From an optimization exercise on the open Yosys and OpenROAD flow, aimed at small area and a short achievable clock period; shortcuts taken in it are not production practice.
Function was checked by simulation only, so behaviour that the tests miss may differ from the original.

==> inputs of run D <==
==> flow/design.v (excerpt) <==
module gx_cmac (
    input  wire        clk,
    input  wire        rst,          
    input  wire        in_valid,
    input  wire        in_first,     
    input  wire        in_last,      
    input  wire        in_conj,      
    input  wire        in_sat,       
    input  wire [1:0]  in_mode,      
    input  wire [5:0]  in_shift,     
    input  wire [39:0] in_a,         
    input  wire [39:0] in_c,         
    output reg         out_valid,
    output reg  [19:0] out_re,
    output reg  [19:0] out_im,
    output reg         out_ov        
);
    wire [19:0] cr_v = in_valid ? in_c[19:0]  : 20'd0;
    wire [19:0] ci_v = in_valid ? in_c[39:20] : 20'd0;
    wire [20:0] cre_x = {cr_v, 1'b0};
    wire [20:0] cim_x = {ci_v, 1'b0};
    wire [9:0]  e_br_one, e_br_two, e_bi_one, e_bi_two;
    genvar g;
    generate
        for (g = 0; g < 10; g = g + 1) begin : booth
            assign e_br_one[g] = cre_x[2*g+1] ^ cre_x[2*g];
            assign e_br_two[g] = (cre_x[2*g+2] & ~cre_x[2*g+1] & ~cre_x[2*g]) |
                                 (~cre_x[2*g+2] & cre_x[2*g+1] & cre_x[2*g]);
            assign e_bi_one[g] = cim_x[2*g+1] ^ cim_x[2*g];
            assign e_bi_two[g] = (cim_x[2*g+2] & ~cim_x[2*g+1] & ~cim_x[2*g]) |
                                 (~cim_x[2*g+2] & cim_x[2*g+1] & cim_x[2*g]);
        end
    endgenerate
    reg        s0_vlast, s0_first, s0_sat;
    reg [1:0]  s0_mode;
    reg [5:0]  s0_shift;
    reg [19:0] a_re, a_im;
    reg [9:0]  br_one, br_two, br_neg, bi_one, bi_two, ni_re, ni_im;
    always @(posedge clk) begin
        if (rst)
            s0_vlast <= 1'b0;
        else
            s0_vlast <= in_valid & in_last;
        s0_first <= in_valid & in_first;
        s0_sat   <= in_sat;
        s0_mode  <= in_mode;
        s0_shift <= in_shift;
        a_re     <= in_a[19:0];
        a_im     <= in_a[39:20];
        br_one   <= e_br_one;
        br_two   <= e_br_two;
        br_neg   <= {cr_v[19], cr_v[17], cr_v[15], cr_v[13], cr_v[11], cr_v[9], cr_v[7], cr_v[5], cr_v[3], cr_v[1]};
        bi_one   <= e_bi_one;
        bi_two   <= e_bi_two;
        ni_re    <= {ci_v[19], ci_v[17], ci_v[15], ci_v[13], ci_v[11], ci_v[9], ci_v[7], ci_v[5], ci_v[3], ci_v[1]} ^ {10{~in_conj}};
  ...
clock: 11.0 ns
lec_check: 0
cap_margin: 20
core_margin: 2
core_utilization: 40
slew_margin: 20
synth_hierarchical: 1
standard.sh (not shown) runs the stock make flow with config.mk's settings and CLKGATE_MAP_FILE= SYNTH_SCRIPT=/design/flow/synth_recipe.tcl, a recipe that flattens the netlist after the stock synthesis.
==> flow/flow/run.sh <==
#!/bin/bash
# Layout: standard synthesis; every combinational cell set to drive strength 1; then the
# standard ORFS layout with timing repair aimed below the clock period (SETUP_SLACK_MARGIN).
set -euo pipefail
MARGIN=$(cat flow/margin.txt)
RES=orfs/results/$FLOW_PLATFORM/gx_cmac/base
bash standard.sh "$PWD/$RES/1_2_yosys.v" > synth.log 2>&1
python3 flow/downsize.py "$RES/1_2_yosys.v" "$FLOW_HOME/platforms/$FLOW_PLATFORM/lib/sky130_fd_sc_hd__tt_025C_1v80.lib" > downsize.log 2>&1
bash standard.sh SETUP_SLACK_MARGIN=$MARGIN finish > layout.log 2>&1
==> flow/flow/downsize.py <==
#!/usr/bin/env python3
"""Set every combinational cell of a synthesized netlist to its drive-strength-1 variant
(same function and pins); flip-flops are left as they are. Timing repair later sizes
cells up again where the layout needs it."""
import re, sys

net, lib = sys.argv[1], sys.argv[2]
names = set(re.findall(r'cell\s*\(\s*"?(sky130_fd_sc_hd__\w+)"?\s*\)', open(lib).read()))
keep = ('df', 'dl', 'sdf', 'edf', 'conb', 'clk', 'tap', 'fill', 'decap', 'diode')
src = open(net).read()
count = {}

def sub(m):
    cell = m.group(1)
    base, size = m.group(2), m.group(3)
    if size == '1' or base.startswith(keep):
        return m.group(0)
    small = f"sky130_fd_sc_hd__{base}_1"
    if small not in names:
        return m.group(0)
    count[cell] = count.get(cell, 0) + 1
    return m.group(0).replace(cell, small, 1)

out = re.sub(r'(?m)^(\s*)(?=sky130)', r'\1', src)
out = re.sub(r'(sky130_fd_sc_hd__([a-z0-9]+(?:_[a-z0-9]+)*?)_(\d+))(?=\s+\S+\s*\()', sub, src)
open(net, 'w').write(out)
for k, v in sorted(count.items()):
    print(f"{k}: {v}")
print("resized", sum(count.values()))
==> flow/flow/margin.txt <==
6.5
==> run K: changes against run D <==
--- a/flow/design.v
+++ b/flow/design.v
@@ -90,28 +90,38 @@
             s1_vlast <= s0_vlast;
         s1_first <= s0_first;
         s1_sat   <= s0_sat;
         s1_mode  <= s0_mode;
         s1_shift <= s0_shift;
     end
-    reg  [47:0] acc_re, acc_im;
+    reg  [47:0] acc_raw_re, acc_raw_im;
+    reg         ovs_re, ovs_im, sg_re, sg_im;
     reg         acc_ov;
     wire [48:0] sum_re, sum_im;      
-    cmac_acc u_acc_re (.acc(acc_re), .first(s1_first), .r1(r_re1), .r2(r_re2), .sat(s1_sat), .sum(sum_re));
-    cmac_acc u_acc_im (.acc(acc_im), .first(s1_first), .r1(r_im1), .r2(r_im2), .sat(s1_sat), .sum(sum_im));
+    wire        sgn_re, sgn_im;      
+    wire [47:0] acc_re = ovs_re ? {sg_re, {47{~sg_re}}} : acc_raw_re;
+    wire [47:0] acc_im = ovs_im ? {sg_im, {47{~sg_im}}} : acc_raw_im;
+    cmac_acc u_acc_re (.acc(acc_raw_re), .ovs(ovs_re), .sg(sg_re), .first(s1_first), .r1(r_re1), .r2(r_re2),
+                       .sum(sum_re), .sgn(sgn_re));
+    cmac_acc u_acc_im (.acc(acc_raw_im), .ovs(ovs_im), .sg(sg_im), .first(s1_first), .r1(r_im1), .r2(r_im2),
+                       .sum(sum_im), .sgn(sgn_im));
     reg        s2_vlast, s2_sat;
     reg [1:0]  s2_mode;
     reg [5:0]  s2_shift;
     always @(posedge clk) begin
         if (rst)
             s2_vlast <= 1'b0;
         else
             s2_vlast <= s1_vlast;
-        acc_re   <= sum_re[47:0];
-        acc_im   <= sum_im[47:0];
-        acc_ov   <= (s1_first ? 1'b0 : acc_ov) | sum_re[48] | sum_im[48];
+        acc_raw_re <= sum_re[47:0];
+        acc_raw_im <= sum_im[47:0];
+        ovs_re     <= sum_re[48] & s1_sat;
+        ovs_im     <= sum_im[48] & s1_sat;
+        sg_re      <= sgn_re;
+        sg_im      <= sgn_im;
+        acc_ov     <= (s1_first ? 1'b0 : acc_ov) | sum_re[48] | sum_im[48];
         s2_sat   <= s1_sat;
         s2_mode  <= s1_mode;
         s2_shift <= s1_shift;
     end
     wire [47:0] th;
     generate
@@ -1815,19 +1825,22 @@
     cmac_fa u_s1219 (.a(pp420), .b(s1141), .c(c1140), .s(s1219), .co(c1220));
     assign r1 = {1'b1, 1'b1, 1'b1, 1'b1, 1'b1, 1'b1, 1'b1, 1'b1, 1'b1, c1142, s1219, s1217, s1215, s1213, s1211, s1209, s1207, s1205, s1203, c1200, s1199, c1196, s1195, s1193, c1190, c1188, c1186, c1184, c1182, c1180, c1178, c1176, c1174, c1172, c1170, c1168, c1166, c1164, c1162, c1160, c1158, c1156, c1154, c1152, c1150, c1148, c1146, c1144, s1067};
     assign r2 = {1'b0, 1'b0, 1'b0, 1'b0, 1'b0, 1'b0, 1'b0, 1'b0, 1'b0, c1220, c1218, c1216, c1214, c1212, c1210, c1208, c1206, c1204, c1202, s1201, c1198, s1197, c1194, c1192, s1191, s1189, s1187, s1185, s1183, s1181, s1179, s1177, s1175, s1173, s1171, s1169, s1167, s1165, s1163, s1161, s1159, s1157, s1155, s1153, s1151, s1149, s1147, s1145, s1143};
 endmodule
 module cmac_acc (
     input  wire [47:0] acc,
+    input  wire        ovs,
+    input  wire        sg,
     input  wire        first,
     input  wire [48:0] r1,
     input  wire [48:0] r2,
-    input  wire        sat,
-    output wire [48:0] sum        
+    output wire [48:0] sum,
+    output wire        sgn
 );
-    wire [48:0] b = first ? 49'd0 : {acc[47], acc};
+    wire [47:0] eff = ovs ? {sg, {47{~sg}}} : acc;
+    wire [48:0] b = first ? 49'd0 : {eff[47], eff};
     wire as1221, ac1222;
     cmac_fa u_as1221 (.a(r1[0]), .b(r2[0]), .c(b[0]), .s(as1221), .co(ac1222));
     wire as1223, ac1224;
     cmac_fa u_as1223 (.a(r1[1]), .b(r2[1]), .c(b[1]), .s(as1223), .co(ac1224));
     wire as1225, ac1226;
     cmac_fa u_as1225 (.a(r1[2]), .b(r2[2]), .c(b[2]), .s(as1225), .co(ac1226));
@@ -2293,15 +2306,15 @@
     cmac_g u_G1640 (.g1(g1363), .p1(p1412), .g0(G1613), .g(G1640));
     wire G1641;
     cmac_g u_G1641 (.g1(g1365), .p1(p1414), .g0(G1612), .g(G1641));
     wire G1642;
     cmac_g u_G1642 (.g1(g1367), .p1(p1416), .g0(G1611), .g(G1642));
     wire [48:0] x = {(p1416 ^ G1611), (p1415 ^ G1641), (p1414 ^ G1612), (p1413 ^ G1640), (p1412 ^ G1613), (p1411 ^ G1639), (p1410 ^ G1614), (p1409 ^ G1638), (p1408 ^ G1615), (p1407 ^ G1637), (p1406 ^ G1616), (p1405 ^ G1636), (p1404 ^ G1617), (p1403 ^ G1635), (p1402 ^ G1618), (p1401 ^ G1634), (p1400 ^ G1603), (p1399 ^ G1633), (p1398 ^ G1604), (p1397 ^ G1632), (p1396 ^ G1605), (p1395 ^ G1631), (p1394 ^ G1606), (p1393 ^ G1630), (p1392 ^ G1607), (p1391 ^ G1629), (p1390 ^ G1608), (p1389 ^ G1628), (p1388 ^ G1609), (p1387 ^ G1627), (p1386 ^ G1610), (p1385 ^ G1626), (p1384 ^ G1583), (p1383 ^ G1625), (p1382 ^ G1584), (p1381 ^ G1624), (p1380 ^ G1585), (p1379 ^ G1623), (p1378 ^ G1586), (p1377 ^ G1622), (p1376 ^ G1549), (p1375 ^ G1621), (p1374 ^ G1550), (p1373 ^ G1620), (p1372 ^ G1508), (p1371 ^ G1619), (p1370 ^ G1417), (p1369 ^ g1319), p1368};
-    wire ovf = x[48] ^ x[47];
-    assign sum[48]   = ovf;
-    assign sum[47:0] = (ovf & sat) ? {x[48], {47{~x[48]}}} : x[47:0];
+    assign sum[48]   = x[48] ^ x[47];
+    assign sum[47:0] = x[47:0];
+    assign sgn       = x[48];
 endmodule
 module cmac_nar_a (
     input  wire [47:0] x,
     input  wire [5:0]  s,
     input  wire [47:0] th,
     output wire [19:0] q,
==> flow/flow/run.sh (replaced) <==
#!/bin/bash
# Layout: standard synthesis; every combinational cell set to drive strength 1; then the
# standard ORFS layout, with port buffers of buf_1 and timing repair aimed below the clock
# period (SETUP_SLACK_MARGIN, from flow/margin.txt).
set -euo pipefail
MARGIN=$(cat flow/margin.txt)
RES=orfs/results/$FLOW_PLATFORM/gx_cmac/base
bash standard.sh "$PWD/$RES/1_2_yosys.v" > synth.log 2>&1
python3 flow/downsize.py "$RES/1_2_yosys.v" "$FLOW_HOME/platforms/$FLOW_PLATFORM/lib/sky130_fd_sc_hd__tt_025C_1v80.lib" > downsize.log 2>&1
bash standard.sh SETUP_SLACK_MARGIN=$MARGIN "BUFFER_PORTS_ARGS=-buffer_cell sky130_fd_sc_hd__buf_1" finish > layout.log 2>&1
==> flow/flow/margin.txt (replaced) <==
7.0
CORE_UTILIZATION = 55   (was 40)
==> run A: changes against run D <==
--- a/flow/design.v
+++ b/flow/design.v
@@ -90,28 +90,38 @@
             s1_vlast <= s0_vlast;
         s1_first <= s0_first;
         s1_sat   <= s0_sat;
         s1_mode  <= s0_mode;
         s1_shift <= s0_shift;
     end
-    reg  [47:0] acc_re, acc_im;
+    reg  [47:0] acc_raw_re, acc_raw_im;
+    reg         ovs_re, ovs_im, sg_re, sg_im;
     reg         acc_ov;
     wire [48:0] sum_re, sum_im;      
-    cmac_acc u_acc_re (.acc(acc_re), .first(s1_first), .r1(r_re1), .r2(r_re2), .sat(s1_sat), .sum(sum_re));
-    cmac_acc u_acc_im (.acc(acc_im), .first(s1_first), .r1(r_im1), .r2(r_im2), .sat(s1_sat), .sum(sum_im));
+    wire        sgn_re, sgn_im;      
+    wire [47:0] acc_re = ovs_re ? {sg_re, {47{~sg_re}}} : acc_raw_re;
+    wire [47:0] acc_im = ovs_im ? {sg_im, {47{~sg_im}}} : acc_raw_im;
+    cmac_acc u_acc_re (.acc(acc_raw_re), .ovs(ovs_re), .sg(sg_re), .first(s1_first), .r1(r_re1), .r2(r_re2),
+                       .sum(sum_re), .sgn(sgn_re));
+    cmac_acc u_acc_im (.acc(acc_raw_im), .ovs(ovs_im), .sg(sg_im), .first(s1_first), .r1(r_im1), .r2(r_im2),
+                       .sum(sum_im), .sgn(sgn_im));
     reg        s2_vlast, s2_sat;
     reg [1:0]  s2_mode;
     reg [5:0]  s2_shift;
     always @(posedge clk) begin
         if (rst)
             s2_vlast <= 1'b0;
         else
             s2_vlast <= s1_vlast;
-        acc_re   <= sum_re[47:0];
-        acc_im   <= sum_im[47:0];
-        acc_ov   <= (s1_first ? 1'b0 : acc_ov) | sum_re[48] | sum_im[48];
+        acc_raw_re <= sum_re[47:0];
+        acc_raw_im <= sum_im[47:0];
+        ovs_re     <= sum_re[48] & s1_sat;
+        ovs_im     <= sum_im[48] & s1_sat;
+        sg_re      <= sgn_re;
+        sg_im      <= sgn_im;
+        acc_ov     <= (s1_first ? 1'b0 : acc_ov) | sum_re[48] | sum_im[48];
         s2_sat   <= s1_sat;
         s2_mode  <= s1_mode;
         s2_shift <= s1_shift;
     end
     wire [47:0] th;
     generate
@@ -1815,19 +1825,22 @@
     cmac_fa u_s1219 (.a(pp420), .b(s1141), .c(c1140), .s(s1219), .co(c1220));
     assign r1 = {1'b1, 1'b1, 1'b1, 1'b1, 1'b1, 1'b1, 1'b1, 1'b1, 1'b1, c1142, s1219, s1217, s1215, s1213, s1211, s1209, s1207, s1205, s1203, c1200, s1199, c1196, s1195, s1193, c1190, c1188, c1186, c1184, c1182, c1180, c1178, c1176, c1174, c1172, c1170, c1168, c1166, c1164, c1162, c1160, c1158, c1156, c1154, c1152, c1150, c1148, c1146, c1144, s1067};
     assign r2 = {1'b0, 1'b0, 1'b0, 1'b0, 1'b0, 1'b0, 1'b0, 1'b0, 1'b0, c1220, c1218, c1216, c1214, c1212, c1210, c1208, c1206, c1204, c1202, s1201, c1198, s1197, c1194, c1192, s1191, s1189, s1187, s1185, s1183, s1181, s1179, s1177, s1175, s1173, s1171, s1169, s1167, s1165, s1163, s1161, s1159, s1157, s1155, s1153, s1151, s1149, s1147, s1145, s1143};
 endmodule
 module cmac_acc (
     input  wire [47:0] acc,
+    input  wire        ovs,
+    input  wire        sg,
     input  wire        first,
     input  wire [48:0] r1,
     input  wire [48:0] r2,
-    input  wire        sat,
-    output wire [48:0] sum        
+    output wire [48:0] sum,
+    output wire        sgn
 );
-    wire [48:0] b = first ? 49'd0 : {acc[47], acc};
+    wire [47:0] eff = ovs ? {sg, {47{~sg}}} : acc;
+    wire [48:0] b = first ? 49'd0 : {eff[47], eff};
     wire as1221, ac1222;
     cmac_fa u_as1221 (.a(r1[0]), .b(r2[0]), .c(b[0]), .s(as1221), .co(ac1222));
     wire as1223, ac1224;
     cmac_fa u_as1223 (.a(r1[1]), .b(r2[1]), .c(b[1]), .s(as1223), .co(ac1224));
     wire as1225, ac1226;
     cmac_fa u_as1225 (.a(r1[2]), .b(r2[2]), .c(b[2]), .s(as1225), .co(ac1226));
@@ -2293,15 +2306,15 @@
     cmac_g u_G1640 (.g1(g1363), .p1(p1412), .g0(G1613), .g(G1640));
     wire G1641;
     cmac_g u_G1641 (.g1(g1365), .p1(p1414), .g0(G1612), .g(G1641));
     wire G1642;
     cmac_g u_G1642 (.g1(g1367), .p1(p1416), .g0(G1611), .g(G1642));
     wire [48:0] x = {(p1416 ^ G1611), (p1415 ^ G1641), (p1414 ^ G1612), (p1413 ^ G1640), (p1412 ^ G1613), (p1411 ^ G1639), (p1410 ^ G1614), (p1409 ^ G1638), (p1408 ^ G1615), (p1407 ^ G1637), (p1406 ^ G1616), (p1405 ^ G1636), (p1404 ^ G1617), (p1403 ^ G1635), (p1402 ^ G1618), (p1401 ^ G1634), (p1400 ^ G1603), (p1399 ^ G1633), (p1398 ^ G1604), (p1397 ^ G1632), (p1396 ^ G1605), (p1395 ^ G1631), (p1394 ^ G1606), (p1393 ^ G1630), (p1392 ^ G1607), (p1391 ^ G1629), (p1390 ^ G1608), (p1389 ^ G1628), (p1388 ^ G1609), (p1387 ^ G1627), (p1386 ^ G1610), (p1385 ^ G1626), (p1384 ^ G1583), (p1383 ^ G1625), (p1382 ^ G1584), (p1381 ^ G1624), (p1380 ^ G1585), (p1379 ^ G1623), (p1378 ^ G1586), (p1377 ^ G1622), (p1376 ^ G1549), (p1375 ^ G1621), (p1374 ^ G1550), (p1373 ^ G1620), (p1372 ^ G1508), (p1371 ^ G1619), (p1370 ^ G1417), (p1369 ^ g1319), p1368};
-    wire ovf = x[48] ^ x[47];
-    assign sum[48]   = ovf;
-    assign sum[47:0] = (ovf & sat) ? {x[48], {47{~x[48]}}} : x[47:0];
+    assign sum[48]   = x[48] ^ x[47];
+    assign sum[47:0] = x[47:0];
+    assign sgn       = x[48];
 endmodule
 module cmac_nar_a (
     input  wire [47:0] x,
     input  wire [5:0]  s,
     input  wire [47:0] th,
     output wire [19:0] q,
==> metrics.md <==
| Metric | Value |
|---|---|
| Placement Setup Slack | `6.21 ns` |
| Area occupied by multi-input gates | `46500 µm²` |
| Non-clock inverter total of the final layout | `191` |
| Clk Latency, worst-skew pair | `0.70 ns` |
| WP data arrival | `5.04 ns` |
| Multi-input combinational area share | `72.1%` |
| GRT Max-Usage Layer | `met2` |
| Status | `timing/DRC/antenna clean` |
# the run above: run A

==> metrics.md <==
| Metric | Value |
|---|---|
| Status | `timing/DRC/antenna clean` |
| Multi-input combinational area share | `72.3%` |
| GRT Max-Usage Layer | `met2` |
| Clk Latency, worst-skew pair | `0.71 ns` |
| Placement Setup Slack | `5.73 ns` |
| Non-clock inverter total of the final layout | `158` |
# the run above: run D

==> metrics.md <==
| Metric | Value |
|---|---|
| Status | `did not finish` |
| Io pins | `137` |
| Yosys warns | `8` |
| Placement Setup Slack | `5.79 ns` |
| First Err | `[ERROR GRT-0232] Routing congestion too high. Check the congestion heatmap in the GUI.` |
| Fail Step | `global routing` |
# the run above: run K

==> afterwards: timing with drivers on the ports <==
No port has a modelled driver above. Below, the same layouts with a new extraction and two added sets of constraints. Step 1 sets driving cells, clkbuf_16 on the clock port and buf_2 on the other inputs (assumed; they add their load-dependent delay and slew). Step 2, shift: input delay + t, output delay - t, t = (earliest + latest rising clock arrival at the registers) / 2. This alone moves slack from input paths to output paths. a / b / c = no drivers / after step 1 / after step 2; a / b = the first two.
run	shift t [ns]	setup WS [ns]	worst hold slack (ns)	worst setup path at the end	cell pins on the clock port's net
run D	0.754	6.511 / 6.511 / 6.511	0.325 / 0.325 / 0.325	register to register	1
run A	0.762	6.524 / 6.524 / 6.524	0.318 / 0.318 / 0.318	register to register	1
After both steps every run listed still meets setup and hold.
